Context: an optimization exercise on an open-source flow, tuned for small area. The choices shown serve that exercise and are no tape-out recipe. Where RTL was checked, it was by simulation tests only, not by an equivalence proof against the original. For runs 1, 2 and 6, only the layout was checked, not whether the RTL still works. Power and IR drop assume default switching activity.

==> flow/design.v, too long to show whole: its modules and the start of the top module <==
// module hem_core: 425 lines
// module hem_core_mac: 597 lines
module hem_core (
    input              clk,
    input              rst,
    input              start,
    input      [11:0]  entry,
    input      [19:0]  state_ptr,
    input      [127:0] operands,
    output reg         busy,
    output     [11:0]  imem_addr,
    input      [31:0]  imem_rdata,
    output             dmem_en,
    output             dmem_we,
    output     [3:0]   dmem_be,
    output     [12:0]  dmem_addr,
    output     [31:0]  dmem_wdata,
    input      [31:0]  dmem_rdata,
    output             post_valid,
    output     [1:0]   post_dest,
    output     [31:0]  post_data,
    output reg         done,
    output reg [3:0]   done_cause,
    output     [11:0]  done_pc
);
  // ...
==> flow/run.sh <==
#!/bin/bash
# synth_recipe.tcl (not shown) runs the flow's synth.tcl, then flattens the netlist and writes it again
# the make line also repeats each setting of config.mk as NAME=value (left out here)
make -C /OpenROAD-flow-scripts/flow DESIGN_CONFIG=/design/flow/config.mk WORK_HOME=/design/flow/orfs CLKGATE_MAP_FILE= SYNTH_SCRIPT=/design/flow/synth_recipe.tcl finish
==> flow/config.mk <==
export PLATFORM = sky130hd
export DESIGN_NAME = hem_core
export DESIGN_NICKNAME = hem_core
export VERILOG_FILES = /design/flow/design.v
export SDC_FILE = /design/flow/constraint.sdc
export NUM_CORES = 4
export LEC_CHECK = 0
export CAP_MARGIN = 20
export CORE_MARGIN = 2
export CORE_UTILIZATION = 40
export PLACE_DENSITY = 0.6
export SLEW_MARGIN = 20
==> flow/constraint.sdc <==
create_clock -name core_clock -period 15.0 [get_ports {clk}]
set_input_delay 3.0000 -clock core_clock [delete_from_list [all_inputs] [get_ports {clk}]]
set_output_delay 3.0000 -clock core_clock [all_outputs]
set_load 0.01 [all_outputs]
==> flow_metrics.py, run 1 <==
metrics = {
    "detailed_routing": {
        "ant_nets": 0,
        "vias": 50400,
        "drc": 0,
        "route.met3.wl_mm": 30.2,
    },
    "layout": {
        "multi_input_area_sq_um": 32100,
        "multi_input_area_share_pct": 50.6,
        "inverters": 277,
        "dominant_cells": "multi-input gates",
        "most-common-layout-cells": "nand2_1 (747), edfxtp_1 (637), nor2_1 (420)",
        "buf_share_pct": 9.22,
        "final_common_cell": "nand2_1",
    },
    "worst_hold_path": {
        "holdCritStartpoint": "fpc[10]$_DFFE_PP_",
        "hp-class": "reg2reg",
        "hold_end": "xpc[10]$_DFFE_PP_",
    },
    "synth": {
        "yosys-mux-area-fraction_pct": 10.2,
        "synth_cell_type_count": 107,
        "netlist_area_sq_um": 54100,
        "ys.warnings.count": 7,
        "synth_top_area_share_pct": 35.4,
        "synth-simple-area-share_pct": 15.0,
    },
    "die": {
        "initial_core_util_pct": 40.4,
        "dieArea_sq_um": 138000,
    },
    "clock_network": {
        "clock-sinks": 658,
    },
    "setup_path": {
        "critical_path_depth": 23,
        "cp.required_ns": 12.00,
    },
    "power_and_ir_drop": {
        "power_frac_seq_pct": 24.8,
        "p_per_area_nw_per_um2": 167,
        "clock_power_w": 0.00203,
        "p_leak_nw": 25.1,
        "swShare_pct": 45.0,
    },
    "timing": {
        "tns_ns": 0,
        "clock.fmax_ghz": 0.0717,
        "worstMarginPinSlew_ns": 1.30,
    },
    "run_status": {
        "status": "timing/DRC/antenna clean",
    },
}
==> run 2, diff against run 1 <==
==> flow/flow/run.sh (new file) <==
#!/bin/bash
# Standard layout, except that the port buffers are the smallest buffer cell
# (buf_1) instead of the default clkdlybuf4s50_1. Each tool's output goes to
# a log file in this folder.
set -euo pipefail
bash standard.sh synth > synth.log 2>&1
bash standard.sh BUFFER_PORTS_ARGS="-buffer_cell sky130_fd_sc_hd__buf_1" finish > layout.log 2>&1
test -f out/final.def
==> flow/standard.sh (new file) <==
#!/bin/bash
# synth_recipe.tcl (not shown) runs the flow's synth.tcl, then flattens the netlist and writes it again
# the make line also repeats each setting of config.mk as NAME=value (left out here)
make -C /OpenROAD-flow-scripts/flow DESIGN_CONFIG=/design/flow/config.mk WORK_HOME=/design/flow/orfs CLKGATE_MAP_FILE= SYNTH_SCRIPT=/design/flow/synth_recipe.tcl "${@:-finish}"
removed: flow/run.sh
==> run 2 against run 1 <==
  * Largest power group unchanged
  * Flip-flop and latch count unchanged
  * Clock power fell by 2%
  * Sequential share of layout area is 1.2 points higher
  * Worst setup slack worse by 0.034 ns
  * Global-route usage is 0.64 points higher
  * Still clean on timing, DRC and antenna
  * Synthesized cell count unchanged
==> flow_metrics.py, run 2 <==
metrics = {
    "layout": {
        "drive_gt1_share_pct": 10.8,
        "fill_cells": 12900,
        "most-common-layout-cells": "nand2_1 (747), edfxtp_1 (637), nor2_1 (419)",
        "final_common_cell": "nand2_1",
        "reg_top3": "dr (128), orr (128)",
        "fin_nets": 6616,
        "layout.cells.non_filler": 7887,
        "syn2layout_area_growth_pct": 12.9,
    },
    "synth": {
        "synth_cell_type_count": 107,
        "synth_edf_count": 637,
        "synth.net_count": 6320,
        "netlist_area_sq_um": 54100,
        "synth_top_area_share_pct": 35.4,
        "synth-main-ff-cell": "edfxtp_1",
        "async_flop_share_pct": 0,
        "yosysSeqAreaShare_pct": 36.2,
        "synthTopCellsByArea": "edfxtp_1 (35%), mux2i_1 (5.8%), fa_1 (5.3%)",
        "yosys.area.top_type": "edfxtp_1",
        "syn_inst": 5760,
        "yosysMostFrequentCell": "nand2_1",
        "yosys-top-cells-count": "nand2_1 (751), edfxtp_1 (637), nor2_1 (423), o21ai_0 (363), mux2i_1 (312)",
        "ys.warnings.count": 7,
        "ys_ff_latch": 658,
        "synth.avg_cell_area_sq_um": 9.39,
    },
    "placement": {
        "gp_congestion": 1.07,
        "dp_hpwl_mm": 192,
        "dp.cells": 7745,
        "port_buffers": 342,
    },
    "die": {
        "initial_core_util_pct": 40.4,
        "fp.dieH_um": 372,
        "fp-row-count": 134,
        "num_io_pins": 343,
        "fp.dieW_um": 372,
        "core_region_area_sq_um": 134000,
        "dieArea_sq_um": 138000,
    },
    "detailed_routing": {
        "post_drt_wl_per_cell_um": 32.0,
        "vias_per_cell": 6.37,
        "drc": 0,
        "drt-total-wl_mm": 253,
        "drt_iter0_drc": 7017,
        "ant_nets": 0,
        "dr.pass1.iters": 9,
        "vias": 50300,
    },
    "clock_network": {
        "clkTransAtPathRegs_ns": 0.06,
        "post-cts-setup-buffer-count": 0,
        "clockBufferDepth": 3,
        "cts_tree": "built",
        "clock-sinks": 658,
        "ctsHoldBuffers": 0,
        "clockRootBuffer": "clkbuf_16",
        "htreeDepth": 3,
        "clk_latency_ns": 0.74,
        "numCtsBuffers": 77,
        "post_cts_resized": 0,
    },
    "run_status": {
        "status": "timing/DRC/antenna clean",
    },
    "setup_path": {
        "worst-setup-path-type": "in2out",
        "worstPathCellList": "clkbuf_2, buf_4, or3b_1, or3b_1, nand2_4, nand2_1, and3_1, a31oi_1, ha_1, a21o_1, a21oi_1, o21ai_0, a31oi_1, a21oi_1, a211oi_1, xnor2_1, or4b_2, o311ai_0, nand4_1, nor4_1, buf_1",
        "path_delay_family": "simple AND/OR/NAND/NOR gates",
        "critPathArrivalTime_ns": 10.99,
        "crit_path_start": "imem_rdata[29]",
        "worstReg2RegEnd": "dr[4][4]$_DFFE_PP_",
        "crit_path_top_delay_cell": "o311ai_0",
        "crit_fanout": 53,
        "rrSetupSlack_ns": 4.06,
        "worstSetupEndpointType": "output pin",
        "cp.required_ns": 12.00,
        "slowest_delay_ns": 0.90,
        "worst-path-buf-inv": 3,
        "worst_setup_path_start_kind": "input pin",
        "r2r_start": "dr[5][5]$_DFFE_PP_",
        "r2r_cells": 33,
    },
    "timing": {
        "slew_headroom_pct": 14.2,
        "setup_viol": 0,
        "slew_viol_final": 0,
        "skew_ns": 0.0606,
        "post-route-period-util_pct": 93.3,
        "clock.fmax_ghz": 0.0715,
        "final.min_clock_period_ns": 13.99,
        "hold_viol_final": 0,
        "tns_ns": 0,
        "worstMarginPinSlew_ns": 1.29,
        "rsz0062_at_grt": "no",
    },
    "worst_hold_path": {
        "hp-class": "reg2reg",
        "hold_depth": 0,
        "hold_end": "xpc[10]$_DFFE_PP_",
        "holdCritStartpoint": "fpc[10]$_DFFE_PP_",
    },
    "global_routing": {
        "grt_antenna_before_repair": 14,
        "grt.overflow.total": 0,
        "grt_pass1_vias": 47000,
        "grt_usage_pct": 35.8,
        "grt_max_degree": 88,
        "grt_pass1_wl_mm": 354,
    },
    "power_and_ir_drop": {
        "swShare_pct": 46.3,
        "p_per_area_nw_per_um2": 169,
        "p_leak_nw": 24.0,
        "p_int_w": 0.00554,
        "total_power_w": 0.0103,
        "p_switching_w": 0.00477,
        "clkPwrFrac_pct": 19.2,
        "power_frac_seq_pct": 25.5,
        "ir_drop_v": 0.000117,
        "comb_power_share_pct": 55.2,
    },
    "run": {
        "drv_cap": 0,
    },
}
run 2: cell counts after synthesis:
Identical to the previous run, type by type.
run 2: cell type report:
class / count / area, sq um / area share, %
repair buffers: 634 / 3490 / 5.72
multi-input cells: 4408 / 32100 / 52.6
inverters: 277 / 1050 / 1.72
clock buffers: 97 / 2020 / 3.31
well taps: 1768 / 2210 / 3.62
flip-flops and latches: 658 / 19600 / 32.0
diodes: 1 / 2.50 / 0.00410
clock inverters: 44 / 586 / 0.959
run 2: kinds of logic (layout without fill, tap and decap cells):
group,count (synthesis),count (layout),synth area share (%)
simple gates,1784,1784,15.0
buf+inv,694,1052,5.08
other cells,0,1,0
fa+ha+maj,334,334,9.72
xor+xnor,358,358,5.80
mux,444,444,10.2
flops,658,658,36.2
compound gates,1488,1488,18.0
run 2: per-stage QoR:
stage               instance area (sq um)  setup slack, ns  hold WS (ns)  util, %
floorplan                           54100             2.14         0.459        -
global placement                    58400            0.573         0.525     43.7
detailed placement                  58400            0.610         0.529     43.7
CTS                                 61000             1.18         0.544     45.6
global route                        61100            0.314         0.558     45.6
finish                              61100             1.01         0.539     45.6
run 2: routing by layer:
layer	GRT usage, %	share of wire (%)
met1	47.0	39
met2	53.8	43
met3	9.75	11
met4	18.9	6.5
met5	0	0.044
run 2: worst reg2reg max path, delay by kind of cell (launching register included):
family / cells / cell delay, ns
compound gates: 8 / 2.36
xor+xnor: 1 / 0.18
fa+ha+maj: 6 / 2.92
buf+inv: 5 / 0.69
flops: 1 / 0.42
mux: 1 / 0.32
simple gates: 12 / 3.81
run 2: worst max path at each step:
stage	to	cells past startpoint
floorplan	pr[0][19]$_DFFE_PP_	47
global placement	pr[3][17]$_DFFE_PP_	47
detailed placement	pr[2][17]$_DFFE_PP_	40
CTS	post_valid	22
global route	pr[3][17]$_DFFE_PP_	44
finish	post_valid	21
run 2: power by group through the flow:
stage               Combinational (W)  Clock [W]  Sequential, W
floorplan                     0.00349          0        0.00260
global placement              0.00551          0        0.00266
detailed placement            0.00549          0        0.00266
CTS                           0.00553    0.00200        0.00263
global route                  0.00599    0.00207        0.00266
finish                        0.00569    0.00198        0.00263
==> module hem_core, before the edit <==
module hem_core (
    input              clk,
    input              rst,
    input              start,
    input      [11:0]  entry,
    input      [19:0]  state_ptr,
    input      [127:0] operands,
    output reg         busy,
    output     [11:0]  imem_addr,
    input      [31:0]  imem_rdata,
    output             dmem_en,
    output             dmem_we,
    output     [3:0]   dmem_be,
    output     [12:0]  dmem_addr,
    output     [31:0]  dmem_wdata,
    input      [31:0]  dmem_rdata,
    output             post_valid,
    output     [1:0]   post_dest,
    output     [31:0]  post_data,
    output reg         done,
    output reg [3:0]   done_cause,
    output     [11:0]  done_pc
);
    localparam [5:0] OP_NOP  = 6'h00, OP_LDI  = 6'h01, OP_MOV  = 6'h02,
                     OP_LD   = 6'h03, OP_ST   = 6'h04, OP_LDA  = 6'h05,
                     OP_STAH = 6'h06, OP_MVH  = 6'h07, OP_MVA  = 6'h08,
                     OP_CLR  = 6'h09, OP_LDP  = 6'h0A, OP_SETB = 6'h0B,
                     OP_SETL = 6'h0C, OP_ADDP = 6'h0D, OP_STAW = 6'h0E,
                     OP_MPY  = 6'h10, OP_MAC  = 6'h11, OP_MSU  = 6'h12,
                     OP_MACL = 6'h13, OP_ADDA = 6'h14, OP_ASL  = 6'h15,
                     OP_SATA = 6'h16, OP_ADD  = 6'h18, OP_SUB  = 6'h19,
                     OP_ADDI = 6'h1A, OP_AND  = 6'h1B, OP_OR   = 6'h1C,
                     OP_SHL  = 6'h1D, OP_CMP  = 6'h1E, OP_B    = 6'h20,
                     OP_CALL = 6'h21, OP_RET  = 6'h22, OP_REP  = 6'h23,
                     OP_RDO  = 6'h28, OP_POST = 6'h29, OP_END  = 6'h2A,
                     OP_MFS  = 6'h2B;
    localparam [3:0] C_END = 4'd0, C_ILLEGAL = 4'd1, C_SEQ = 4'd2,
                     C_MISALIGN = 4'd3, C_UNMAPPED = 4'd4, C_STACK = 4'd7,
                     C_CIRC = 4'd8;
    localparam [25:0] M_A    = 26'h2000000, M_DD  = 26'h1C00000,
                      M_DS   = 26'h0380000, M_DT  = 26'h0070000,
                      M_P    = 26'h000C000, M_AM  = 26'h0003000,
                      M_MM   = 26'h0000C00, M_FR  = 26'h0000200,
                      M_X    = 26'h0000100, M_OFF = 26'h0000FFF,
                      M_PA   = 26'h3000000, M_CND = 26'h3C00000,
                      M_I20  = 26'h00FFFFF, M_I16 = 26'h000FFFF,
                      M_N    = 26'h00000FF, M_SH6 = 26'h000003F,
                      M_SH5  = 26'h000001F, M_K   = 26'h0000003;
    reg [15:0] dr  [0:7];
    reg [39:0] acc [0:1];
    reg [19:0] pr  [0:3];
    reg [19:0] br  [0:3];
    reg [15:1] lr  [0:3];       
    reg [31:0] orr [0:3];
    reg [3:0]  st;              
    reg [11:0] stk [0:3];
    reg [2:0]  sp;
    reg [11:0] fpc;             
    reg [11:0] xpc;             
    reg        iv;              
    reg        slot;            
    reg        after_rep;       
    reg [7:0]  rcnt;            
    reg        wb_v;
    reg        wb_acc;
    reg [2:0]  wb_idx;
    reg        wb_hi;
    assign imem_addr = fpc;
    assign done_pc   = xpc;     
    wire [31:0] ins  = imem_rdata;
    wire [5:0]  op   = ins[31:26];
    wire        fa   = ins[25];
    wire [2:0]  fdd  = ins[24:22];
    wire [2:0]  fds  = ins[21:19];
    wire [2:0]  fdt  = ins[18:16];
    wire [1:0]  fp   = ins[15:14];
    wire [1:0]  fam  = ins[13:12];
    wire [1:0]  fmm  = ins[11:10];
    wire        ffr  = ins[9];
    wire        fx   = ins[8];
    wire [11:0] off  = ins[11:0];
    wire [1:0]  fpa  = ins[25:24];
    wire [3:0]  cond = ins[25:22];
    wire [19:0] imm20 = ins[19:0];
    wire [15:0] imm16 = ins[15:0];
    wire [7:0]  repn = ins[7:0];
    wire [5:0]  sh6  = ins[5:0];
    wire [1:0]  kj   = ins[1:0];
    wire i_nop  = op == OP_NOP;
    wire i_ldi  = op == OP_LDI;
    wire i_mov  = op == OP_MOV;
    wire i_ld   = op == OP_LD;
    wire i_st   = op == OP_ST;
    wire i_lda  = op == OP_LDA;
    wire i_stah = op == OP_STAH;
    wire i_mvh  = op == OP_MVH;
    wire i_mva  = op == OP_MVA;
    wire i_clr  = op == OP_CLR;
    wire i_ldp  = op == OP_LDP;
    wire i_setb = op == OP_SETB;
    wire i_setl = op == OP_SETL;
    wire i_addp = op == OP_ADDP;
    wire i_staw = op == OP_STAW;
    wire i_mpy  = op == OP_MPY;
    wire i_mac  = op == OP_MAC;
    wire i_msu  = op == OP_MSU;
    wire i_macl = op == OP_MACL;
    wire i_adda = op == OP_ADDA;
    wire i_asl  = op == OP_ASL;
    wire i_sata = op == OP_SATA;
    wire i_add  = op == OP_ADD;
    wire i_sub  = op == OP_SUB;
    wire i_addi = op == OP_ADDI;
    wire i_and  = op == OP_AND;
    wire i_or   = op == OP_OR;
    wire i_shl  = op == OP_SHL;
    wire i_cmp  = op == OP_CMP;
    wire i_b    = op == OP_B;
    wire i_call = op == OP_CALL;
    wire i_ret  = op == OP_RET;
    wire i_rep  = op == OP_REP;
    wire i_rdo  = op == OP_RDO;
    wire i_post = op == OP_POST;
    wire i_end  = op == OP_END;
    wire i_mfs  = op == OP_MFS;
    reg        known;
    reg [25:0] used;
    always @(*) begin
        known = 1'b1;
        used  = 26'h0;
        case (op)
            OP_NOP:  used = 26'h0;
            OP_LDI:  used = M_DD | M_I16;
            OP_MOV:  used = M_DD | M_DS;
            OP_LD:   used = M_DD | M_P | M_AM | M_OFF;
            OP_ST:   used = M_DS | M_P | M_AM | M_OFF;
            OP_LDA, OP_STAH, OP_STAW:
                     used = M_A | M_P | M_AM | M_OFF;
            OP_MVH:  used = M_A | M_DD;
            OP_MVA:  used = M_A | M_DS;
            OP_CLR, OP_ADDA, OP_SATA:
                     used = M_A;
            OP_LDP, OP_SETB:
                     used = M_PA | M_I20;
            OP_SETL, OP_ADDP:
                     used = M_PA | M_I16;
            OP_MPY, OP_MAC, OP_MSU:
                     used = M_A | M_DS | M_DT | M_MM | M_FR;
            OP_MACL: used = M_A | M_DD | M_DS | M_DT | M_P | M_AM | M_MM | M_FR | M_X;
            OP_ASL:  used = M_A | M_SH6;
            OP_ADD, OP_SUB, OP_AND, OP_OR:
                     used = M_DD | M_DS | M_DT;
            OP_ADDI: used = M_DD | M_I16;
            OP_SHL:  used = M_DD | M_DS | M_SH5;
            OP_CMP:  used = M_DS | M_DT;
            OP_B:    used = M_CND | M_OFF;
            OP_CALL: used = M_OFF;
            OP_RET:  used = 26'h0;
            OP_REP:  used = M_N;
            OP_RDO:  used = (fx ? M_A : M_DD) | M_X | M_K;
            OP_POST: used = (fx ? M_A : M_DS) | M_X | M_K;
            OP_END:  used = 26'h0;
            OP_MFS:  used = M_DD;
            default: known = 1'b0;
        endcase
    end
    wire illegal = !known
                 || ((ins[25:0] & ~used) != 26'h0)
                 || (i_b    && cond > 4'd8)
                 || (i_macl && (fam == 2'd0 || fam == 2'd3));
    wire is_branch = i_b || i_call || i_ret;
    wire seq_bad   = (slot && (is_branch || i_rep || i_end))
                  || (after_rep && (is_branch || i_rep || i_end || i_post || i_rdo));
    wire [2:0]  rs_idx = i_addi ? fdd : fds;       
    wire [15:0] vds = dr[rs_idx];
    wire [15:0] vdt = dr[fdt];
    wire [39:0] va  = acc[fa & ~i_adda];    
    wire [31:0] vok = orr[kj];
    wire        mulop  = i_mpy | i_mac | i_msu | i_macl;
    wire        m1_uns = fmm[0];
    wire        m2_uns = fmm[0] ^ fmm[1];
    wire [16:0] m1 = {~m1_uns & vds[15], vds};
    wire        frs = ffr | i_mva;
    wire [17:0] mA = frs ? {m1, 1'b0} : {m1[16], m1};
    wire [16:0] mB = mulop ? {~m2_uns & vdt[15], vdt}
                    : i_shl ? {1'b0, 16'h1 << sh6[3:0]}    
                    : {1'b0, i_mva, 15'h0};
    wire        selx = i_mac | i_msu | (i_macl & ~fx) | i_adda;
    wire [40:0] mX = selx ? {va[39], va} : 41'h0;
    wire [40:0] mZ = {acc[1][39], acc[1]};
    wire [40:0] msum;
    hem_core_mac u_mac (
        .A(mA), .B(mB), .negp(i_msu), .X(mX), .Z(mZ), .zen(i_adda),
        .c15(1'b0), .S(msum));
    wire        mac_ovf = msum[40] ^ msum[39];
    wire [25:0] shr = {va[39], va[39:15]} + 26'd1;
    wire        shp = !shr[25] && (shr[24:16] != 9'h000);
    wire        shn =  shr[25] && (shr[24:16] != 9'h1FF);
    wire [15:0] sh_val = shp ? 16'h7FFF : shn ? 16'h8000 : shr[16:1];
    wire        sh_sat = shp | shn;
    wire        swp = !va[39] && (va[38:31] != 8'h00);
    wire        swn =  va[39] && (va[38:31] != 8'hFF);
    wire [31:0] sw_val = swp ? 32'h7FFF_FFFF : swn ? 32'h8000_0000 : va[31:0];
    wire        sw_sat = swp | swn;
    wire [31:0] wbus = (i_post & ~fx) ? {{16{vds[15]}}, vds}
                     : i_rdo          ? vok
                     :                  sw_val;
    wire        shl_r   = sh6[4];
    wire        shl_sat = !shl_r && !((&msum[30:15]) || !(|msum[30:15]));
    wire [15:0] shl_val = shl_r   ? msum[31:16]
                        : shl_sat ? (vds[15] ? 16'h8000 : 16'h7FFF)
                        :           msum[15:0];
    wire [5:0]  rsh   = {sh6[5], ~sh6[4:0]};         
    wire signed [70:0] shext = {va, 31'h0};
    wire [70:0] shout = shext >>> rsh;
    wire [39:0] shres = shout[39:0];
    wire [38:8] shdiff = va[38:8] ^ {31{va[39]}};
    reg  [31:0] shq;
    integer     j;
    always @(*) begin
        shq[0] = 1'b0;
        for (j = 1; j < 32; j = j + 1)
            shq[j] = shq[j-1] | shdiff[39 - j];
    end
    wire        asl_ovf = shq[sh6[4:0]] & ~sh6[5];
    wire        a_sub = i_sub | i_cmp;
    wire [15:0] ax = i_ldi ? 16'h0 : vds;
    wire [15:0] ay = (i_addi | i_ldi) ? imm16 : i_mov ? 16'h0 : vdt;
    wire [17:0] asum_c = {ax[15], ax, a_sub} + {{ay[15], ay} ^ {17{a_sub}}, a_sub};
    wire [16:0] asum = asum_c[17:1];
    wire        a_sat = asum[16] ^ asum[15];
    wire [15:0] add_val = a_sat ? (asum[16] ? 16'h8000 : 16'h7FFF) : asum[15:0];
    wire [15:0] log_val = i_or ? (vds | vdt) : (vds & vdt);
    wire s_add = i_add | i_sub | i_addi | i_cmp | i_mov | i_ldi;
    wire s_log = i_and | i_or;
    wire [15:0] d_val = ({16{s_add}}  & add_val)
                      | ({16{s_log}}  & log_val)
                      | ({16{i_shl}}  & shl_val)
                      | ({16{i_mvh}}  & sh_val)
                      | ({16{i_rdo}}  & wbus[15:0])
                      | ({16{i_mfs}}  & {12'h000, st});
    wire d_we = s_add & ~i_cmp | s_log | i_shl | i_mvh | (i_rdo & ~fx) | i_mfs;
    wire nz_we = i_add | i_sub | i_addi | i_and | i_or | i_shl | i_cmp;
    wire s_w = (i_rdo & fx) | i_sata;
    wire [39:0] a_val = i_asl ? shres : s_w ? {{8{wbus[31]}}, wbus} : msum[39:0];
    wire a_we = mulop | i_mva | i_clr | i_adda | i_asl | s_w;
    wire sat_set = ((i_add | i_sub | i_addi) & a_sat)
                 | (i_shl & shl_sat)
                 | ((i_mvh | i_stah) & sh_sat)
                 | ((i_staw | i_sata | (i_post & fx)) & sw_sat);
    wire ovf_set = ((i_mac | i_msu | (i_macl & ~fx) | i_adda) & mac_ovf)
                 | (i_asl & asl_ovf);
    wire        pa_op = i_ldp | i_setb | i_setl | i_addp;
    wire [1:0]  pi    = pa_op ? fpa : fp;
    wire [19:0] pv    = pr[pi];
    wire [19:0] bv    = br[pi];
    wire [15:0] lv    = {lr[pi], 1'b0};
    wire        is_mem  = i_ld | i_st | i_lda | i_stah | i_staw | i_macl;
    wire        is_load = i_ld | i_lda | i_macl;
    wire        size4   = i_lda | i_staw;
    wire [19:0] ystep   = (fam == 2'd3) ? {8'h00, off}
                        : (fam == 2'd1) ? (size4 ? 20'd4 : 20'd2)
                        : (fam == 2'd2) ? (size4 ? 20'hFFFFC : 20'hFFFFE)
                        : 20'd0;
    wire [19:0] yaddr   = i_addp ? {{4{imm16[15]}}, imm16} : ystep;
    wire [19:0] asum20  = pv + yaddr;
    wire [19:0] maddr   = (fam == 2'd3) ? asum20 : pv;
    wire [20:0] wd   = {1'b0, asum20} - {1'b0, bv};        
    wire        w_lt = wd[20];
    wire        w_ge = !wd[20] && ((wd[19:16] != 4'h0) || (wd[15:0] >= lv));
    wire        w_on = (lv != 16'h0) && (w_lt || w_ge);
    wire        wneg = w_on & w_ge;
    wire [19:0] wadj = w_on ? ({4'h0, lv} ^ {20{w_ge}}) : 20'h0;
    wire [20:0] pwrap_c = {asum20, wneg} + {wadj, wneg};
    wire [19:0] pwrap = pwrap_c[20:1];
    wire        misalign = size4 ? (maddr[1:0] != 2'b00) : maddr[0];
    wire        unmapped = (maddr[19:15] != 5'h0);
    reg taken;
    always @(*) begin
        case (cond)
            4'd0: taken = 1'b1;
            4'd1: taken = st[1];
            4'd2: taken = !st[1];
            4'd3: taken = st[0];
            4'd4: taken = !st[0];
            4'd5: taken = !st[0] && !st[1];
            4'd6: taken = st[0] || st[1];
            4'd7: taken = st[2];
            4'd8: taken = st[3];
            default: taken = 1'b0;
        endcase
    end
    reg       fault;
    reg [3:0] fcause;
    always @(*) begin
        fault  = 1'b1;
        fcause = C_ILLEGAL;
        if (illegal)
            fcause = C_ILLEGAL;
        else if (seq_bad)
            fcause = C_SEQ;
        else if (i_call && sp == 3'd4)
            fcause = C_STACK;
        else if (i_ret && sp == 3'd0)
            fcause = C_STACK;
        else if (i_setl && (imm16[0] || imm16 > 16'h8000))
            fcause = C_CIRC;
        else if (is_mem && misalign)
            fcause = C_MISALIGN;
        else if (is_mem && unmapped)
            fcause = C_UNMAPPED;
        else
            fault = 1'b0;
    end
    wire go     = iv && !fault;
    wire ending = iv && (fault || i_end);
    wire        st_half = i_st | i_stah;
    wire [15:0] hval    = i_st ? vds : sh_val;
    assign dmem_en    = go && is_mem;
    assign dmem_we    = i_st | i_stah | i_staw;
    assign dmem_addr  = maddr[14:2];
    assign dmem_be    = !st_half ? 4'b1111 : (maddr[1] ? 4'b1100 : 4'b0011);
    assign dmem_wdata = st_half ? {hval, hval} : wbus;
    assign post_valid = go && i_post && !rst;
    assign post_dest  = kj;
    assign post_data  = wbus;
    wire [11:0] fpc_inc = fpc + 12'd1;
    wire [2:0]  sp_m1   = sp - 3'd1;
    wire [15:0] wb_half = wb_hi ? dmem_rdata[31:16] : dmem_rdata[15:0];
    wire        ex      = iv;
    wire [7:0]  dwb_sel = (wb_v && !wb_acc) ? (8'd1 << wb_idx) : 8'd0;
    wire [1:0]  awb_sel = (wb_v &&  wb_acc) ? (2'd1 << wb_idx[0]) : 2'd0;
    wire [15:0] dbus = busy ? d_val : 16'h0;
    wire [39:0] abus = busy ? a_val : 40'h0;
    wire        p_we = i_ldp || i_addp || (is_mem && (fam == 2'd1 || fam == 2'd2));
    wire [19:0] pbus = !busy ? 20'h0 : i_ldp ? imm20 : pwrap;
    wire [19:0] bbus = busy ? imm20 : 20'h0;
    wire [15:1] lbus = busy ? imm16[15:1] : 15'h0;
    integer i;
    always @(posedge clk) begin
        if (rst) begin
            busy <= 1'b0;
            iv   <= 1'b0;
            wb_v <= 1'b0;
            done <= 1'b0;
        end else begin
            done <= ending;
            done_cause <= fault ? fcause : C_END;
            if (!busy) begin
                busy <= start;
                iv   <= 1'b0;
            end else begin
                busy <= !ending;
                iv   <= !ending;
            end
            wb_v <= go && is_load;
        end
        if (!busy)
            fpc <= entry;
        else if (ex && ((i_b && taken) || i_call))
            fpc <= off;
        else if (ex && i_ret)
            fpc <= stk[sp_m1[1:0]];
        else if ((ex && i_rep && repn != 8'd0) || rcnt >= 8'd2)
            fpc <= fpc;
        else
            fpc <= fpc_inc;
        if (busy && !ending)
            xpc <= fpc;
        if (!busy) begin
            slot      <= 1'b0;
            after_rep <= 1'b0;
            rcnt      <= 8'd0;
            sp        <= 3'd0;
            st        <= 4'h0;
        end else begin
            slot      <= ex && is_branch;
            after_rep <= ex && i_rep;
            if (ex && i_rep)
                rcnt <= repn;
            else if (rcnt != 8'd0)
                rcnt <= rcnt - 8'd1;
            if (ex && i_call) begin
                stk[sp[1:0]] <= fpc_inc;
                sp <= sp + 3'd1;
            end
            if (ex && i_ret)
                sp <= sp_m1;
            if (ex) begin
                if (nz_we) begin
                    st[0] <= d_val[15];
                    st[1] <= d_val == 16'h0;
                end
                if (i_mfs) begin
                    st[2] <= 1'b0;
                    st[3] <= 1'b0;
                end else begin
                    if (sat_set) st[2] <= 1'b1;
                    if (ovf_set) st[3] <= 1'b1;
                end
            end
        end
        for (i = 0; i < 8; i = i + 1)
            if (!busy || dwb_sel[i] || (ex && d_we && fdd == i))
                dr[i] <= dwb_sel[i] ? wb_half : dbus;
        for (i = 0; i < 2; i = i + 1)
            if (!busy || awb_sel[i] || (ex && a_we && fa == i))
                acc[i] <= awb_sel[i] ? {{8{dmem_rdata[31]}}, dmem_rdata} : abus;
        for (i = 0; i < 4; i = i + 1) begin
            if (!busy || (ex && p_we && pi == i))
                pr[i] <= (i == 0 && !busy) ? state_ptr : pbus;
            if (!busy || (ex && i_setb && pi == i))
                br[i] <= bbus;
            if (!busy || (ex && i_setl && pi == i))
                lr[i] <= lbus;
            if (!busy)
                orr[i] <= operands[32*i +: 32];
        end
        if (go && is_load) begin
            wb_acc <= i_lda;
            wb_idx <= i_lda ? {2'b00, fa} : fdd;
            wb_hi  <= maddr[1];
        end
    end
endmodule
==> run 3, diff against run 2 <==
--- a/flow/design.v
+++ b/flow/design.v
@@ -202,9 +202,12 @@
     wire        swn =  va[39] && (va[38:31] != 8'hFF);
     wire [31:0] sw_val = swp ? 32'h7FFF_FFFF : swn ? 32'h8000_0000 : va[31:0];
     wire        sw_sat = swp | swn;
-    wire [31:0] wbus = (i_post & ~fx) ? {{16{vds[15]}}, vds}
-                     : i_rdo          ? vok
-                     :                  sw_val;
+    wire        w_half = i_st | i_stah | i_mvh;             
+    wire        w_post = i_post & ~fx;                       
+    wire [15:0] hv     = (i_st | w_post) ? vds : sh_val;
+    wire [31:0] wbus;
+    assign wbus[15:0]  = (w_half | w_post) ? hv : i_rdo ? vok[15:0] : sw_val[15:0];
+    assign wbus[31:16] = w_half ? hv : w_post ? {16{vds[15]}} : i_rdo ? vok[31:16] : sw_val[31:16];
     wire        shl_r   = sh6[4];
     wire        shl_sat = !shl_r && !((&msum[30:15]) || !(|msum[30:15]));
     wire [15:0] shl_val = shl_r   ? msum[31:16]
@@ -236,8 +239,7 @@
     wire [15:0] d_val = ({16{s_add}}  & add_val)
                       | ({16{s_log}}  & log_val)
                       | ({16{i_shl}}  & shl_val)
-                      | ({16{i_mvh}}  & sh_val)
-                      | ({16{i_rdo}}  & wbus[15:0])
+                      | ({16{i_rdo | i_mvh}} & wbus[15:0])
                       | ({16{i_mfs}}  & {12'h000, st});
     wire d_we = s_add & ~i_cmp | s_log | i_shl | i_mvh | (i_rdo & ~fx) | i_mfs;
     wire nz_we = i_add | i_sub | i_addi | i_and | i_or | i_shl | i_cmp;
@@ -315,12 +317,11 @@
     wire go     = iv && !fault;
     wire ending = iv && (fault || i_end);
     wire        st_half = i_st | i_stah;
-    wire [15:0] hval    = i_st ? vds : sh_val;
     assign dmem_en    = go && is_mem;
     assign dmem_we    = i_st | i_stah | i_staw;
     assign dmem_addr  = maddr[14:2];
     assign dmem_be    = !st_half ? 4'b1111 : (maddr[1] ? 4'b1100 : 4'b0011);
-    assign dmem_wdata = st_half ? {hval, hval} : wbus;
+    assign dmem_wdata = wbus;
     assign post_valid = go && i_post && !rst;
     assign post_dest  = kj;
     assign post_data  = wbus;
--- a/flow/config.mk
+++ b/flow/config.mk
@@ -5,6 +5,7 @@
 export SDC_FILE = /design/flow/constraint.sdc
 export NUM_CORES = 4
 export LEC_CHECK = 0
+export ABC_AREA = 1
 export CAP_MARGIN = 20
 export CORE_MARGIN = 2
 export CORE_UTILIZATION = 40
==> run 3 against run 2 <==
  * Area after synthesis decreased by 1.9%
  * Power decreased by 2.4%
  * Combinational power decreased by 6.0%
  * Critical path type is now in2reg
  * Via count increased by 5.5%
  * Non-clock buffer count decreased by 76
  * Global-route usage increased by 0.91 points
  * First-iteration DRC count increased by 1.2%
  * Utilization decreased by 0.55 points
  * Sequential power increased by 3%
  * Register-to-register slack improved by 0.44 ns
  * Sequential share of layout area increased by 0.93 points
==> flow_metrics.py, run 3 <==
metrics = {
    "run_status": {
        "status": "timing/DRC/antenna clean",
    },
    "synth": {
        "synth_cell_type_count": 72,
        "async_flop_share_pct": 0,
        "synth.avg_cell_area_sq_um": 7.79,
        "synth.net_count": 7370,
        "synthTopCellsByArea": "edfxtp_1 (36%), nand2_1 (12%), o21ai_0 (7.8%)",
        "synth_top_area_share_pct": 36.1,
        "yosys-top-cells-count": "nand2_1 (1656), o21ai_0 (825), inv_1 (797), edfxtp_1 (637), nor2_1 (455)",
        "ys_ff_latch": 658,
        "netlist_area_sq_um": 53100,
        "synth_edf_count": 637,
        "synth-main-ff-cell": "edfxtp_1",
        "yosysMostFrequentCell": "nand2_1",
        "ys.warnings.count": 7,
        "yosys.area.top_type": "edfxtp_1",
        "syn_inst": 6810,
        "yosysSeqAreaShare_pct": 36.8,
    },
    "global_routing": {
        "grt_max_degree": 124,
        "grt_pass1_wl_mm": 359,
        "grt_pass1_vias": 49800,
        "grt_usage_pct": 36.7,
        "grt_antenna_before_repair": 14,
        "grt.overflow.total": 0,
    },
    "layout": {
        "syn2layout_area_growth_pct": 11.8,
        "reg_top3": "dr (128), orr (128)",
        "final_common_cell": "nand2_1",
        "drive_gt1_share_pct": 7.24,
        "fin_nets": 7639,
        "layout.cells.non_filler": 8900,
        "most-common-layout-cells": "nand2_1 (1655), o21ai_0 (800), inv_1 (795)",
    },
    "detailed_routing": {
        "ant_nets": 0,
        "drt_iter0_drc": 7101,
        "post_drt_wl_per_cell_um": 28.7,
        "dr.pass1.iters": 7,
        "drc": 0,
        "vias_per_cell": 5.96,
        "drt-total-wl_mm": 255,
        "vias": 53000,
    },
    "setup_path": {
        "worst-setup-path-type": "in2reg",
        "crit_fanout": 16,
        "cp.required_ns": 15.53,
        "crit_path_top_delay_cell": "nor2_1",
        "critPathArrivalTime_ns": 14.78,
        "worst_setup_path_start_kind": "input pin",
        "slowest_delay_ns": 0.87,
        "worstSetupEndpointType": "register",
        "worst_path_most_repeated_cell": "nand2_1",
    },
    "power_and_ir_drop": {
        "ir_drop_v": 0.000144,
        "p_per_area_nw_per_um2": 169,
        "p_leak_nw": 25.1,
        "total_power_w": 0.0101,
    },
    "run": {
        "drv_cap": 0,
    },
    "clock_network": {
        "htreeDepth": 3,
        "numCtsBuffers": 77,
        "clockBufferDepth": 3,
        "clk_latency_ns": 0.72,
        "clock-sinks": 658,
        "clkTransAtPathRegs_ns": 0.06,
        "post-cts-setup-buffer-count": 0,
        "clockRootBuffer": "clkbuf_16",
        "post_cts_resized": 0,
        "ctsHoldBuffers": 0,
        "cts_tree": "built",
    },
    "die": {
        "core_region_area_sq_um": 132000,
        "initial_core_util_pct": 40.3,
        "num_io_pins": 343,
        "fp.dieH_um": 368,
        "fp-row-count": 133,
        "dieArea_sq_um": 136000,
        "fp.dieW_um": 368,
    },
    "worst_hold_path": {
        "hp-class": "reg2reg",
    },
    "timing": {
        "final.min_clock_period_ns": 14.24,
        "tns_ns": 0,
        "slew_headroom_pct": 19.5,
        "clock.fmax_ghz": 0.0702,
        "hold_viol_final": 0,
        "worstMarginPinSlew_ns": 1.21,
        "setup_viol": 0,
        "slew_viol_final": 0,
        "post-route-period-util_pct": 94.9,
        "skew_ns": 0.0539,
        "rsz0062_at_grt": "no",
        "hold_slack_ns": 0.497,
    },
    "placement": {
        "port_buffers": 342,
        "dp_hpwl_mm": 196,
        "dp.cells": 8755,
        "gp_congestion": 1.01,
    },
}
==> run 3: power breakdown <==
part           total, W  leakage, nW  switching, W  internal [W]
combinational   0.00535         16.9       0.00374       0.00161
sequential      0.00272         6.89      0.000174       0.00254
clock           0.00198         1.26      0.000843       0.00114
==> run 3: cells by family (layout without fill, tap and decap cells) <==
kind of cell,count (synthesis),after routing,share of synthesized area (%)
xor+xnor,297,297,4.93
buf+inv,1207,1539,9.16
mux,21,21,0.420
simple gates,2614,2614,20.3
fa+ha+maj,333,333,9.89
flops,658,658,36.8
other cells,0,3,0
compound gates,1680,1680,18.5
==> run 3: per-layer routing <==
metal,part of all wire [%],routed length [um],GRT usage (%),vias up
met1,40,102000,48.9,25400
met4,6.2,15700,19.1,8
met2,43,110000,55.6,3287
met3,11,27200,8.35,626
met5,0.018,46,0,-
li1,-,-,-,23700
==> run 3: worst paths after layout <==
path                                      startpoint                   end  slack (ns)  cells past startpoint
worst min register to register  rcnt[5]$_SDFFE_PN0P_  rcnt[5]$_SDFFE_PN0P_        0.50                      2
worst min-delay path            rcnt[5]$_SDFFE_PN0P_  rcnt[5]$_SDFFE_PN0P_        0.50                      2
worst max-delay path                  imem_rdata[26]   dr[7][13]$_DFFE_PP_        0.76                     44
worst max register to register    dr[4][4]$_DFFE_PP_   dr[7][13]$_DFFE_PP_        4.50                     41
==> run 3: critical path: cells and delay by family <==
| family | cells | cell delay, ns |
|---|---|---|
| adder cells (fa/ha/maj) | 6 | 2.83 |
| XOR/XNOR | 2 | 0.64 |
| AND/OR/NAND/NOR | 23 | 4.77 |
| buffers and inverters | 8 | 1.99 |
| AO/OA/AOI/OAI | 5 | 1.52 |
==> run 3: layout make-up <==
type,count,area [sq um]
Antenna cell,3,7.51
Clock buffer,97,2060
Clock inverter,45,549
Fill cell,13300,72300
Inverter,839,3160
Multi-Input combinational cell,4945,28900
Sequential cell,658,19600
Tap cell,1755,2200
Timing Repair Buffer,558,2930
==> run 3: per-stage QoR <==
| step | setup slack [ns] | util [%] | instance area, sq um |
|---|---|---|---|
| floorplan | 3.27 | - | 53100 |
| global placement | 0.108 | 43.1 | 56700 |
| detailed placement | 0.491 | 43.1 | 56700 |
| CTS | 1.19 | 45.1 | 59300 |
| global route | 0.213 | 45.1 | 59300 |
| finish | 0.758 | 45.1 | 59300 |
==> run 4, diff against run 3 <==
--- a/flow/design.v
+++ b/flow/design.v
@@ -325,14 +325,40 @@
     assign post_valid = go && i_post && !rst;
     assign post_dest  = kj;
     assign post_data  = wbus;
-    wire [11:0] fpc_inc = fpc + 12'd1;
+    reg  [11:0] fpc_inc;
+    reg  [7:0]  rcnt_dec;
+    reg         icy, dbw;
+    integer     q;
+    always @(*) begin
+        icy = 1'b1;
+        for (q = 0; q < 12; q = q + 1) begin
+            fpc_inc[q] = fpc[q] ^ icy;
+            icy = icy & fpc[q];
+        end
+        dbw = 1'b1;
+        for (q = 0; q < 8; q = q + 1) begin
+            rcnt_dec[q] = rcnt[q] ^ dbw;
+            dbw = dbw & ~rcnt[q];
+        end
+    end
     wire [2:0]  sp_m1   = sp - 3'd1;
     wire [15:0] wb_half = wb_hi ? dmem_rdata[31:16] : dmem_rdata[15:0];
     wire        ex      = iv;
     wire [7:0]  dwb_sel = (wb_v && !wb_acc) ? (8'd1 << wb_idx) : 8'd0;
     wire [1:0]  awb_sel = (wb_v &&  wb_acc) ? (2'd1 << wb_idx[0]) : 2'd0;
-    wire [15:0] dbus = busy ? d_val : 16'h0;
-    wire [39:0] abus = busy ? a_val : 40'h0;
+    reg  [7:0]  d_wsel, d_hold;
+    reg  [1:0]  a_wsel, a_hold;
+    integer     r;
+    always @(*) begin
+        for (r = 0; r < 8; r = r + 1) begin
+            d_wsel[r] = busy && !dwb_sel[r] && ex && d_we && fdd == r;
+            d_hold[r] = busy && !dwb_sel[r] && !d_wsel[r];
+        end
+        for (r = 0; r < 2; r = r + 1) begin
+            a_wsel[r] = busy && !awb_sel[r] && ex && a_we && fa == r;
+            a_hold[r] = busy && !awb_sel[r] && !a_wsel[r];
+        end
+    end
     wire        p_we = i_ldp || i_addp || (is_mem && (fam == 2'd1 || fam == 2'd2));
     wire [19:0] pbus = !busy ? 20'h0 : i_ldp ? imm20 : pwrap;
     wire [19:0] bbus = busy ? imm20 : 20'h0;
@@ -380,7 +406,7 @@
             if (ex && i_rep)
                 rcnt <= repn;
             else if (rcnt != 8'd0)
-                rcnt <= rcnt - 8'd1;
+                rcnt <= rcnt_dec;
             if (ex && i_call) begin
                 stk[sp[1:0]] <= fpc_inc;
                 sp <= sp + 3'd1;
@@ -402,11 +428,13 @@
             end
         end
         for (i = 0; i < 8; i = i + 1)
-            if (!busy || dwb_sel[i] || (ex && d_we && fdd == i))
-                dr[i] <= dwb_sel[i] ? wb_half : dbus;
+            dr[i] <= ({16{d_hold[i]}} & dr[i])
+                   | ({16{dwb_sel[i]}} & wb_half)
+                   | ({16{d_wsel[i]}} & d_val);
         for (i = 0; i < 2; i = i + 1)
-            if (!busy || awb_sel[i] || (ex && a_we && fa == i))
-                acc[i] <= awb_sel[i] ? {{8{dmem_rdata[31]}}, dmem_rdata} : abus;
+            acc[i] <= ({40{a_hold[i]}} & acc[i])
+                    | ({40{awb_sel[i]}} & {{8{dmem_rdata[31]}}, dmem_rdata})
+                    | ({40{a_wsel[i]}} & a_val);
         for (i = 0; i < 4; i = i + 1) begin
             if (!busy || (ex && p_we && pi == i))
                 pr[i] <= (i == 0 && !busy) ? state_ptr : pbus;
--- a/flow/config.mk
+++ b/flow/config.mk
@@ -6,8 +6,10 @@
 export NUM_CORES = 4
 export LEC_CHECK = 0
 export ABC_AREA = 1
-export CAP_MARGIN = 20
+export CAP_MARGIN = 5
 export CORE_MARGIN = 2
 export CORE_UTILIZATION = 40
+export CTS_CLUSTER_DIAMETER = 100
+export CTS_CLUSTER_SIZE = 24
 export PLACE_DENSITY = 0.6
-export SLEW_MARGIN = 20
+export SLEW_MARGIN = 5
==> run 4 against run 3 <==
  * The layout now fails its checks (max-capacitance violations)
  * Die area is 1.5% lower
  * Sequential power down 13%
  * Design area fell by 4.1%
  * Power shrank 26%
  * Final cell count increased by 2.7%
  * Synthesized cell count is 4.9% higher
  * Via count is 3.4% higher
  * Wire length barely moved
  * Worst setup slack got worse by 0.037 ns
  * Flip-flop and latch count is the same
  * Clock-buffer cell count fell by 48
  * Fmax fell by 0.26%
  * Largest cell class unchanged
  * Largest power group unchanged
==> flow_metrics.py, run 4 <==
metrics = {
    "run_status": {
        "status": "failed layout checks",
        "failed_checks": "max-capacitance violations",
    },
    "setup_path": {
        "r2r_cells": 40,
        "worstReg2RegEnd": "dr[3][15]$_DFF_P_",
        "crit_fanout": 16,
        "worst_setup_path_start_kind": "input pin",
        "slowest_delay_ns": 1.02,
        "path_delay_family": "simple AND/OR/NAND/NOR gates",
        "worstSetupEndpointType": "register",
        "cp.required_ns": 15.56,
        "worst-setup-path-type": "in2reg",
        "rrSetupSlack_ns": 4.50,
        "critPathArrivalTime_ns": 14.84,
        "critical_path_depth": 43,
        "endpoint": "dr[3][15]$_DFF_P_",
        "crit_path_top_delay_cell": "o21ai_0",
        "crit_path_start": "imem_rdata[27]",
        "worst-path-buf-inv": 10,
        "worst_path_most_repeated_cell": "nand2_1",
        "r2r_start": "dr[3][3]$_DFF_P_",
    },
    "detailed_routing": {
        "drt_iter0_drc": 7860,
        "drc": 0,
        "post_drt_wl_per_cell_um": 27.9,
        "vias_per_cell": 6.00,
        "vias": 54800,
        "ant_nets": 0,
        "drt-total-wl_mm": 255,
        "dr.pass1.iters": 8,
    },
    "timing": {
        "rsz0062_at_grt": "no",
        "fin_ws_ns": 0.721,
        "final.min_clock_period_ns": 14.28,
        "tns_ns": 0,
        "slew_headroom_pct": 1.36,
        "setup_viol": 0,
        "slew_viol_final": 0,
        "clock.fmax_ghz": 0.0700,
        "post-route-period-util_pct": 95.2,
        "skew_ns": 0.0638,
        "hold_slack_ns": 0.469,
        "worstMarginPinSlew_ns": 1.46,
        "hold_viol_final": 0,
    },
    "placement": {
        "dp_hpwl_mm": 196,
        "gp_congestion": 1.10,
        "port_buffers": 342,
        "pre_cts_slack_ns": 0.771,
        "dpl_cell_area_sq_um": 55700,
    },
    "die": {
        "core_region_area_sq_um": 130000,
        "fp.dieH_um": 365,
        "fp.dieW_um": 365,
        "initial_core_util_pct": 40.3,
        "fp-row-count": 132,
        "num_io_pins": 343,
        "dieArea_sq_um": 134000,
    },
    "synth": {
        "yosys.area.top_type": "edfxtp_1",
        "synth_cell_type_count": 70,
        "synthTopCellsByArea": "edfxtp_1 (25%), nand2_1 (14%), dfxtp_1 (8.8%)",
        "synth.net_count": 7719,
        "ys_ff_latch": 658,
        "yosysMostFrequentCell": "nand2_1",
        "synth-main-ff-cell": "edfxtp_1",
        "synth_top_area_share_pct": 24.7,
        "netlist_area_sq_um": 52300,
        "syn_inst": 7146,
        "async_flop_share_pct": 0,
        "synth_edf_count": 429,
        "ys.warnings.count": 7,
        "synth.avg_cell_area_sq_um": 7.31,
        "yosys-top-cells-count": "nand2_1 (1990), inv_1 (830), o21ai_0 (644), nor2_1 (435), edfxtp_1 (429)",
        "yosysSeqAreaShare_pct": 33.4,
    },
    "layout": {
        "fin_area_sq_um": 56900,
        "syn2layout_area_growth_pct": 8.95,
        "fin_nets": 7928,
        "fill_cells": 13500,
        "seq_area_sq_um": 17500,
        "drive_gt1_share_pct": 5.41,
        "final_common_cell": "nand2_1",
        "reg_top3": "dr (128), orr (128)",
        "multi_input_area_sq_um": 30100,
        "most-common-layout-cells": "nand2_1 (1989), inv_1 (828), o21ai_0 (619)",
    },
    "global_routing": {
        "grt.overflow.total": 0,
        "grt_pass1_wl_mm": 360,
        "grt_usage_pct": 37.2,
        "grt_antenna_before_repair": 31,
        "grt_pass1_vias": 50600,
        "grt_max_degree": 76,
    },
    "clock_network": {
        "ctsHoldBuffers": 0,
        "clk_latency_ns": 0.71,
        "clockBufferDepth": 3,
        "htreeDepth": 2,
        "cts_tree": "built",
        "clockRootBuffer": "clkbuf_16",
        "post_cts_resized": 0,
        "numCtsBuffers": 37,
        "clock-sinks": 658,
        "post-cts-setup-buffer-count": 0,
        "clkTransAtPathRegs_ns": 0.10,
    },
    "power_and_ir_drop": {
        "ir_drop_v": 0.000132,
        "p_leak_nw": 24.2,
        "p_per_area_nw_per_um2": 130,
    },
    "run": {
        "drv_cap": 1,
    },
    "worst_hold_path": {
        "hp-class": "reg2reg",
    },
}
## run 4: changes by cell type in the layout (fill, tap and decap cells not counted), moves of 29 or more
cell / delta
nand3_1: +129
nand2_1: +334
dfxtp_1: +208
o221ai_1: +29
edfxtp_1: -208
o21ai_0: -181
clkbuf_16: -41
o211ai_1: +30
inv_1: +33
## run 4: cell type report
cell class	instances	area share, %
diodes	21	0.0923
well taps	1742	3.83
clock buffers	49	1.71
repair buffers	537	4.85
flip-flops and latches	658	30.7
multi-input cells	5249	52.8
clock inverters	12	0.248
inverters	872	5.76
## run 4: through the flow
step / cells / power, W / utilization (%)
after CTS: 9116 / 0.00732 / 43.8
final: 9140 / 0.00742 / 43.9
after global placement: 9053 / 0.00617 / 43.0
after floorplan: 7146 / 0.00489 / -
after global routing: 9124 / 0.00783 / 43.9
after detailed placement: 9055 / 0.00617 / 43.0
## run 4: worst register-to-register path, delay by kind of cell (launching register included)
family | cells | cell delay (ns)
XOR/XNOR | 1 | 0.12
flip-flops | 1 | 0.35
AO/OA/AOI/OAI | 9 | 2.87
AND/OR/NAND/NOR | 17 | 2.97
adder cells (fa/ha/maj) | 5 | 2.53
buffers and inverters | 8 | 1.52
## run 4: power by group
part	leakage, nW	internal (W)	total, W	switching [W]
sequential	6.28	0.00230	0.00238	0.0000853
clock	0.534	0.000477	0.00116	0.000685
combinational	17.4	0.00120	0.00388	0.00268
total	24.2	0.00397	0.00742	0.00345
## run 4: worst min-delay path by stage
stage | slack [ns] | depth (start not counted) | from | endpoint
CTS | 0.47 | 1 | rcnt[0]$_SDFFE_PN0P_ | rcnt[0]$_SDFFE_PN0P_
global placement | 0.45 | 2 | acc[0][2]$_DFF_P_ | acc[0][2]$_DFF_P_
global route | 0.50 | 1 | rcnt[0]$_SDFFE_PN0P_ | rcnt[0]$_SDFFE_PN0P_
finish | 0.47 | 2 | acc[0][10]$_DFF_P_ | acc[0][10]$_DFF_P_
detailed placement | 0.45 | 2 | acc[0][13]$_DFF_P_ | acc[0][13]$_DFF_P_
floorplan | 0.44 | 2 | acc[0][5]$_DFF_P_ | acc[0][5]$_DFF_P_
## run 4: layer usage
metal	global-route usage [%]	up-vias	part of all wire, %	wire length [um]
li1	-	24400	-	-
met4	24.6	16	7.9	20100
met1	47.1	25900	38	95800
met2	56.5	3683	43	110000
met3	8.68	790	12	29700
met5	0	-	0.049	126
## run 4: cell families (layout without fill, tap and decap cells)
kind of cell	after synthesis	in the layout	synth area share [%]
xor+xnor	289	289	4.87
simple gates	3051	3051	24.1
flops	658	658	33.4
buf+inv	1239	1470	9.44
compound gates	1558	1558	17.7
fa+ha+maj	346	346	10.4
other cells	0	21	0
mux	5	5	0.0958
==> run 5, diff against run 4 <==
--- a/flow/config.mk
+++ b/flow/config.mk
@@ -6,10 +6,10 @@
 export NUM_CORES = 4
 export LEC_CHECK = 0
 export ABC_AREA = 1
-export CAP_MARGIN = 5
+export CAP_MARGIN = 20
 export CORE_MARGIN = 2
 export CORE_UTILIZATION = 40
 export CTS_CLUSTER_DIAMETER = 100
 export CTS_CLUSTER_SIZE = 24
 export PLACE_DENSITY = 0.6
-export SLEW_MARGIN = 5
+export SLEW_MARGIN = 20
==> run 5 against run 4 <==
  * Now clean on timing, DRC and antenna
  * Power grew 0.62%
  * Design area grew 0.22%
  * Clock power grew 3%
  * Critical path depth grew 3
  * Utilization grew 0.098 points
  * Clock-buffer cell count grew 2
  * Hold slack is essentially flat
  * Critical path type unchanged
==> flow_metrics.py, run 5 <==
metrics = {
    "clock_network": {
        "clockBufferDepth": 3,
        "htreeDepth": 2,
        "numCtsBuffers": 38,
        "ctsHoldBuffers": 0,
        "post_cts_resized": 0,
        "clkTransAtPathRegs_ns": 0.09,
        "post-cts-setup-buffer-count": 0,
        "clk_latency_ns": 0.70,
        "cts_tree": "built",
        "clockRootBuffer": "clkbuf_16",
        "clock-sinks": 658,
    },
    "setup_path": {
        "cp.required_ns": 15.56,
        "worstSetupEndpointType": "register",
        "rrSetupSlack_ns": 4.84,
        "worst_setup_path_start_kind": "input pin",
        "critPathArrivalTime_ns": 14.56,
        "crit_fanout": 16,
        "worstReg2RegEnd": "dr[3][15]$_DFF_P_",
        "crit_path_start": "imem_rdata[29]",
        "r2r_start": "dr[3][3]$_DFF_P_",
        "worst-setup-path-type": "in2reg",
        "r2r_cells": 39,
        "slowest_delay_ns": 0.59,
        "crit_path_top_delay_cell": "nand3_1",
    },
    "synth": {
        "synth.net_count": 7719,
        "synth_top_family_by_area": "simple AND/OR/NAND/NOR gates",
        "yosys-top-cells-count": "nand2_1 (1990), inv_1 (830), o21ai_0 (644), nor2_1 (435), edfxtp_1 (429)",
        "ys.warnings.count": 7,
        "synth-main-ff-cell": "edfxtp_1",
        "yosysSeqAreaShare_pct": 33.4,
        "netlist_area_sq_um": 52300,
        "synth_compound_area_share_pct": 17.7,
        "yosys.area.top_type": "edfxtp_1",
        "synthTopCellsByArea": "edfxtp_1 (25%), nand2_1 (14%), dfxtp_1 (8.8%)",
        "synthAdderAreaFrac_pct": 10.4,
        "async_flop_share_pct": 0,
        "synth-xor-area-share_pct": 4.87,
        "synth-simple-area-share_pct": 24.1,
        "ys_ff_latch": 658,
        "synth.avg_cell_area_sq_um": 7.31,
        "synth_top_area_share_pct": 24.7,
        "yosysMostFrequentCell": "nand2_1",
        "synth_cell_type_count": 70,
        "synth_edf_count": 429,
        "yosys-mux-area-fraction_pct": 0.0958,
        "syn_inst": 7146,
    },
    "layout": {
        "most-common-layout-cells": "nand2_1 (1989), inv_1 (828), o21ai_0 (618)",
        "fin_area_sq_um": 57100,
        "drive_gt1_share_pct": 5.54,
        "reg_top3": "dr (128), orr (128)",
        "fin_nets": 7928,
        "syn2layout_area_growth_pct": 9.20,
        "fill_cells": 13500,
        "final_common_cell": "nand2_1",
    },
    "global_routing": {
        "grt_pass1_vias": 50700,
        "grt.overflow.total": 0,
        "gr-usage-met3_pct": 9.00,
        "use_met1_pct": 47.0,
        "grt_usage_pct": 37.3,
        "busiest_layer": "met2",
        "grt_pass1_wl_mm": 361,
        "grt_antenna_before_repair": 26,
        "grt_max_degree": 76,
        "grt_util_met2_pct": 56.1,
    },
    "placement": {
        "dp_hpwl_mm": 196,
        "gp_congestion": 1.10,
        "dpl_cell_area_sq_um": 55700,
        "port_buffers": 342,
        "pre_cts_slack_ns": 1.02,
    },
    "worst_hold_path": {
        "hold_depth": 2,
        "hold_end": "acc[0][10]$_DFF_P_",
        "holdCritStartpoint": "acc[0][10]$_DFF_P_",
        "hp-class": "reg2reg",
    },
    "detailed_routing": {
        "dr.pass1.iters": 7,
        "ant_nets": 0,
        "vias_per_cell": 6.01,
        "drc": 0,
        "drt_iter0_drc": 8070,
        "drt-total-wl_mm": 255,
        "post_drt_wl_per_cell_um": 27.9,
        "vias": 54900,
    },
    "power_and_ir_drop": {
        "ir_drop_v": 0.000127,
        "p_leak_nw": 24.3,
        "p_per_area_nw_per_um2": 131,
    },
    "die": {
        "core_region_area_sq_um": 130000,
        "fp-row-count": 132,
        "fp.dieW_um": 365,
        "initial_core_util_pct": 40.3,
        "dieArea_sq_um": 134000,
        "fp.dieH_um": 365,
        "num_io_pins": 343,
    },
    "run_status": {
        "status": "timing/DRC/antenna clean",
    },
    "timing": {
        "setup_viol": 0,
        "rsz0062_at_grt": "no",
        "final.min_clock_period_ns": 14.01,
        "slew_viol_final": 0,
        "skew_ns": 0.0706,
        "slew_headroom_pct": 9.34,
        "worstMarginPinSlew_ns": 1.35,
        "fin_ws_ns": 0.993,
        "clock.fmax_ghz": 0.0714,
        "hold_viol_final": 0,
        "post-route-period-util_pct": 93.4,
        "tns_ns": 0,
    },
    "run": {
        "drv_cap": 0,
    },
}
[run 5: changes by cell type in the layout (fill, tap and decap cells not counted), sizes merged]
| cell | delta |
|---|---|
| clkbuf | +1 |
| clkinv | +4 |
| clkinvlp | -1 |
| diode | -7 |
| inv | -2 |
[run 5: through the flow]
step           hold slack [ns]  util [%]  total power [W]  cells
2_1_floorplan            0.436         -          0.00489   7146
3_3_place_gp             0.447      43.0          0.00617   9053
3_5_place_dp             0.451      43.0          0.00617   9055
4_1_cts                  0.474      43.9          0.00737   9119
5_1_grt                  0.500      44.0          0.00788   9125
6_report                 0.469      44.0          0.00747   9135
[run 5: final cells by class]
| cell class | count | area, sq um | share of cell area, % |
|---|---|---|---|
| inverters | 872 | 3280 | 5.75 |
| diodes | 14 | 35.0 | 0.0614 |
| multi-input cells | 5249 | 30100 | 52.8 |
| clock inverters | 13 | 199 | 0.349 |
| clock buffers | 51 | 1020 | 1.79 |
| flip-flops and latches | 658 | 17500 | 30.6 |
| repair buffers | 536 | 2760 | 4.84 |
| well taps | 1742 | 2180 | 3.82 |
[run 5: worst max path at each step]
stage | to | slack (ns)
finish | dr[3][15]$_DFF_P_ | 0.99
global route | st[1]$_SDFFE_PN0P_ | 0.75
CTS | st[1]$_SDFFE_PN0P_ | 1.73
detailed placement | st[1]$_SDFFE_PN0P_ | 1.02
global placement | st[1]$_SDFFE_PN0P_ | 0.52
floorplan | pr[1][19]$_DFFE_PP_ | 2.98
[run 5: metal layers]
| layer | up-vias | routed length, um | share of wire (%) |
|---|---|---|---|
| met2 | 3662 | 108000 | 42 |
| met3 | 863 | 28900 | 11 |
| met4 | 19 | 21300 | 8.4 |
| met5 | - | 173 | 0.068 |
| met1 | 26000 | 96300 | 38 |
| li1 | 24400 | - | - |
[run 5: critical path, delay by kind of cell]
kind | cells | cell delay, ns
AOI/OAI and AO/OA | 8 | 1.67
xor gates and xnor gates | 1 | 0.27
adders and majority gates | 6 | 2.81
buffers and inverters | 12 | 2.46
and+or+nand+nor | 19 | 4.26
[run 5: logic make-up (layout without fill, tap and decap cells)]
kind of cell	count (synthesis)	in the layout
compound gates	1558	1558
xor+xnor	289	289
fa+ha+maj	346	346
buf+inv	1239	1472
flops	658	658
mux	5	5
other cells	0	14
simple gates	3051	3051
[run 5: power breakdown]
group	total (W)	switching [W]	internal, W	leakage [nW]
clock	0.00120	0.000699	0.000506	0.582
combinational	0.00388	0.00268	0.00120	17.4
sequential	0.00238	0.0000855	0.00230	6.28
total	0.00747	0.00347	0.00400	24.3
==> run 6, diff against run 5 <==
--- a/flow/design.v
+++ b/flow/design.v
@@ -445,11 +445,9 @@
             if (!busy)
                 orr[i] <= operands[32*i +: 32];
         end
-        if (go && is_load) begin
-            wb_acc <= i_lda;
-            wb_idx <= i_lda ? {2'b00, fa} : fdd;
-            wb_hi  <= maddr[1];
-        end
+        wb_acc <= i_lda;
+        wb_idx <= i_lda ? {2'b00, fa} : fdd;
+        wb_hi  <= maddr[1];
     end
 endmodule
 module hem_core_mac (
--- a/flow/config.mk
+++ b/flow/config.mk
@@ -8,8 +8,8 @@
 export ABC_AREA = 1
 export CAP_MARGIN = 20
 export CORE_MARGIN = 2
-export CORE_UTILIZATION = 40
+export CORE_UTILIZATION = 50
 export CTS_CLUSTER_DIAMETER = 100
 export CTS_CLUSTER_SIZE = 24
-export PLACE_DENSITY = 0.6
+export PLACE_DENSITY = 0.65
 export SLEW_MARGIN = 20
==> run 6 against run 5 <==
  * Still clean on timing, DRC and antenna
  * Worst setup slack got worse by 0.25 ns
  * Clock skew increased by 0.021 ns
  * Utilization increased by 11 points
  * Critical endpoint is now st[1]$_SDFFE_PN0P_
  * Largest cell class unchanged
  * Highest routed layer unchanged
==> flow_metrics.py, run 6 <==
metrics = {
    "run_status": {
        "status": "timing/DRC/antenna clean",
    },
    "setup_path": {
        "cp.required_ns": 15.57,
        "worst_path_most_repeated_cell": "nand2_1",
        "slowest_delay_ns": 0.92,
        "crit_path_start": "imem_rdata[17]",
        "crit_fanout": 15,
        "critPathArrivalTime_ns": 14.82,
        "worstSetupEndpointType": "register",
        "worst-setup-path-type": "in2reg",
        "worst_setup_path_start_kind": "input pin",
        "r2r_start": "dr[5][1]$_DFF_P_",
        "crit_path_top_delay_cell": "nor2_1",
    },
    "synth": {
        "yosysSeqAreaShare_pct": 33.2,
        "synth.net_count": 7746,
        "ys_ff_latch": 658,
        "async_flop_share_pct": 0,
        "syn_inst": 7173,
        "yosys.area.top_type": "edfxtp_1",
        "synth-main-ff-cell": "edfxtp_1",
        "synth.avg_cell_area_sq_um": 7.32,
        "ys.warnings.count": 7,
        "synthTopCellsByArea": "edfxtp_1 (24%), nand2_1 (14%), dfxtp_1 (8.9%)",
        "synth_edf_count": 424,
        "yosys-top-cells-count": "nand2_1 (1955), inv_1 (838), o21ai_0 (612), nor2_1 (470), edfxtp_1 (424)",
        "netlist_area_sq_um": 52500,
        "synth_cell_type_count": 75,
        "yosysMostFrequentCell": "nand2_1",
        "synth_top_area_share_pct": 24.2,
    },
    "die": {
        "num_io_pins": 343,
        "initial_core_util_pct": 50.6,
        "fp.dieH_um": 328,
        "core_region_area_sq_um": 104000,
        "dieArea_sq_um": 108000,
        "fp-row-count": 118,
        "fp.dieW_um": 328,
    },
    "layout": {
        "most-common-layout-cells": "nand2_1 (1955), inv_1 (834), o21ai_0 (587)",
        "layout.cells.non_filler": 8815,
        "syn2layout_area_growth_pct": 8.23,
        "reg_top3": "dr (128), orr (128)",
        "drive_gt1_share_pct": 6.37,
        "fill_cells": 10200,
        "fin_util_pct": 54.8,
        "fin_nets": 7962,
        "final_common_cell": "nand2_1",
    },
    "global_routing": {
        "grt_pass1_wl_mm": 371,
        "grt_util_met2_pct": 68.7,
        "use_met1_pct": 59.8,
        "grt_antenna_before_repair": 32,
        "grt_usage_pct": 48.3,
        "grt_max_degree": 86,
        "grt.overflow.total": 0,
        "grt_pass1_vias": 51700,
        "gr-usage-met3_pct": 15.2,
        "busiest_layer": "met2",
    },
    "timing": {
        "post-route-period-util_pct": 95.0,
        "hold_slack_ns": 0.474,
        "final.min_clock_period_ns": 14.25,
        "worstMarginPinSlew_ns": 1.31,
        "slew_headroom_pct": 11.9,
        "tns_ns": 0,
        "hold_viol_final": 0,
        "clock.fmax_ghz": 0.0702,
        "slew_viol_final": 0,
        "skew_ns": 0.0920,
        "setup_viol": 0,
        "rsz0062_at_grt": "no",
    },
    "power_and_ir_drop": {
        "ir_drop_v": 0.000150,
        "p_per_area_nw_per_um2": 130,
        "total_power_w": 0.00739,
        "p_leak_nw": 24.4,
    },
    "run": {
        "drv_cap": 0,
    },
    "clock_network": {
        "post-cts-setup-buffer-count": 0,
        "clkTransAtPathRegs_ns": 0.10,
        "numCtsBuffers": 37,
        "clock-sinks": 658,
        "clockBufferDepth": 3,
        "clk_latency_ns": 0.70,
        "post_cts_resized": 0,
        "cts_tree": "built",
        "htreeDepth": 2,
        "ctsHoldBuffers": 0,
        "clockRootBuffer": "clkbuf_16",
    },
    "detailed_routing": {
        "vias_per_cell": 6.43,
        "drt-total-wl_mm": 267,
        "drt_iter0_drc": 8706,
        "vias": 56700,
        "ant_nets": 0,
        "post_drt_wl_per_cell_um": 30.3,
        "dr.pass1.iters": 7,
        "drc": 0,
    },
    "placement": {
        "gp_congestion": 1.11,
        "dp.cells": 8729,
        "port_buffers": 342,
        "dp_hpwl_mm": 206,
    },
    "worst_hold_path": {
        "holdCritStartpoint": "fpc[2]$_DFFE_PP_",
        "hp-class": "reg2reg",
    },
}
==> run 6: cell types whose count changed in the layout (fill, tap and decap cells not counted), sizes merged, moves of 11 or more <==
| cell | delta |
|---|---|
| a22oi | -19 |
| o211ai | -12 |
| clkinv | +11 |
| a31oi | +19 |
| nor2 | +39 |
| buf | +18 |
| o21ai | -32 |
| o32ai | +14 |
| a21oi | -18 |
| o221ai | +29 |
| o22ai | -14 |
==> run 6: power by group <==
part	switching (W)	internal (W)	total (W)
clock network	0.000683	0.000489	0.00117
registers	0.0000864	0.00230	0.00239
logic	0.00264	0.00119	0.00383
total	0.00341	0.00398	0.00739
==> run 6: stage by stage <==
| stage | setup WS, ns | area, sq um |
|---|---|---|
| 2_1_floorplan | 3.61 | 52500 |
| 3_3_place_gp | 0.682 | 55600 |
| 3_5_place_dp | 0.715 | 55600 |
| 4_1_cts | 1.30 | 56800 |
| 5_1_grt | 0.294 | 56800 |
| 6_report | 0.748 | 56800 |
==> run 6: final cells by class <==
class / count / area, sq um / share of cell area, %
clock buffer: 50 / 996 / 1.75
antenna: 21 / 52.6 / 0.0925
multi-input combinational: 5250 / 30300 / 53.2
clock inverter: 14 / 160 / 0.282
tap: 1380 / 1730 / 3.04
inverter: 887 / 3340 / 5.87
sequential: 658 / 17400 / 30.6
timing repair buffer: 555 / 2890 / 5.09
==> run 6: final timing paths <==
path | slack [ns] | to | cells after the start
worst min-delay path | 0.47 | xpc[2]$_DFFE_PP_ | 0
worst max register to register | 4.39 | st[1]$_SDFFE_PN0P_ | 47
worst max-delay path | 0.75 | st[1]$_SDFFE_PN0P_ | 47
worst min register to register | 0.47 | xpc[2]$_DFFE_PP_ | 0
==> run 6: logic make-up (layout without fill, tap and decap cells) <==
kind of cell / count (synthesis) / count (layout) / share of synthesized area [%]
other cells: 0 / 21 / 0
simple gates: 3097 / 3097 / 24.7
xor+xnor: 287 / 287 / 4.79
compound gates: 1519 / 1519 / 17.4
fa+ha+maj: 346 / 346 / 10.3
mux: 1 / 1 / 0.0191
flops: 658 / 658 / 33.2
buf+inv: 1265 / 1506 / 9.64
==> run 6: routing by layer <==
metal | part of all wire (%) | vias to the layer above
met2 | 40 | 4418
met1 | 36 | 26700
met5 | 0.057 | -
met3 | 13 | 1057
met4 | 10 | 14
li1 | - | 24500
==> run 6: critical path, delay by kind of cell <==
| kind | cells | cell delay [ns] |
|---|---|---|
| xor gates and xnor gates | 1 | 0.12 |
| buffers and inverters | 9 | 1.93 |
| AOI/OAI and AO/OA | 10 | 2.57 |
| adders and majority gates | 6 | 2.91 |
| and+or+nand+nor | 21 | 4.23 |

Re-timed with assumed drivers on the ports (clkbuf_16 on the clock, buf_2 on other inputs), run 6 has 0.783 ns of setup slack against 0.748 ns with ideal ports, and 0.049 ns once port delays also move by the mid clock arrival of 0.734 ns.
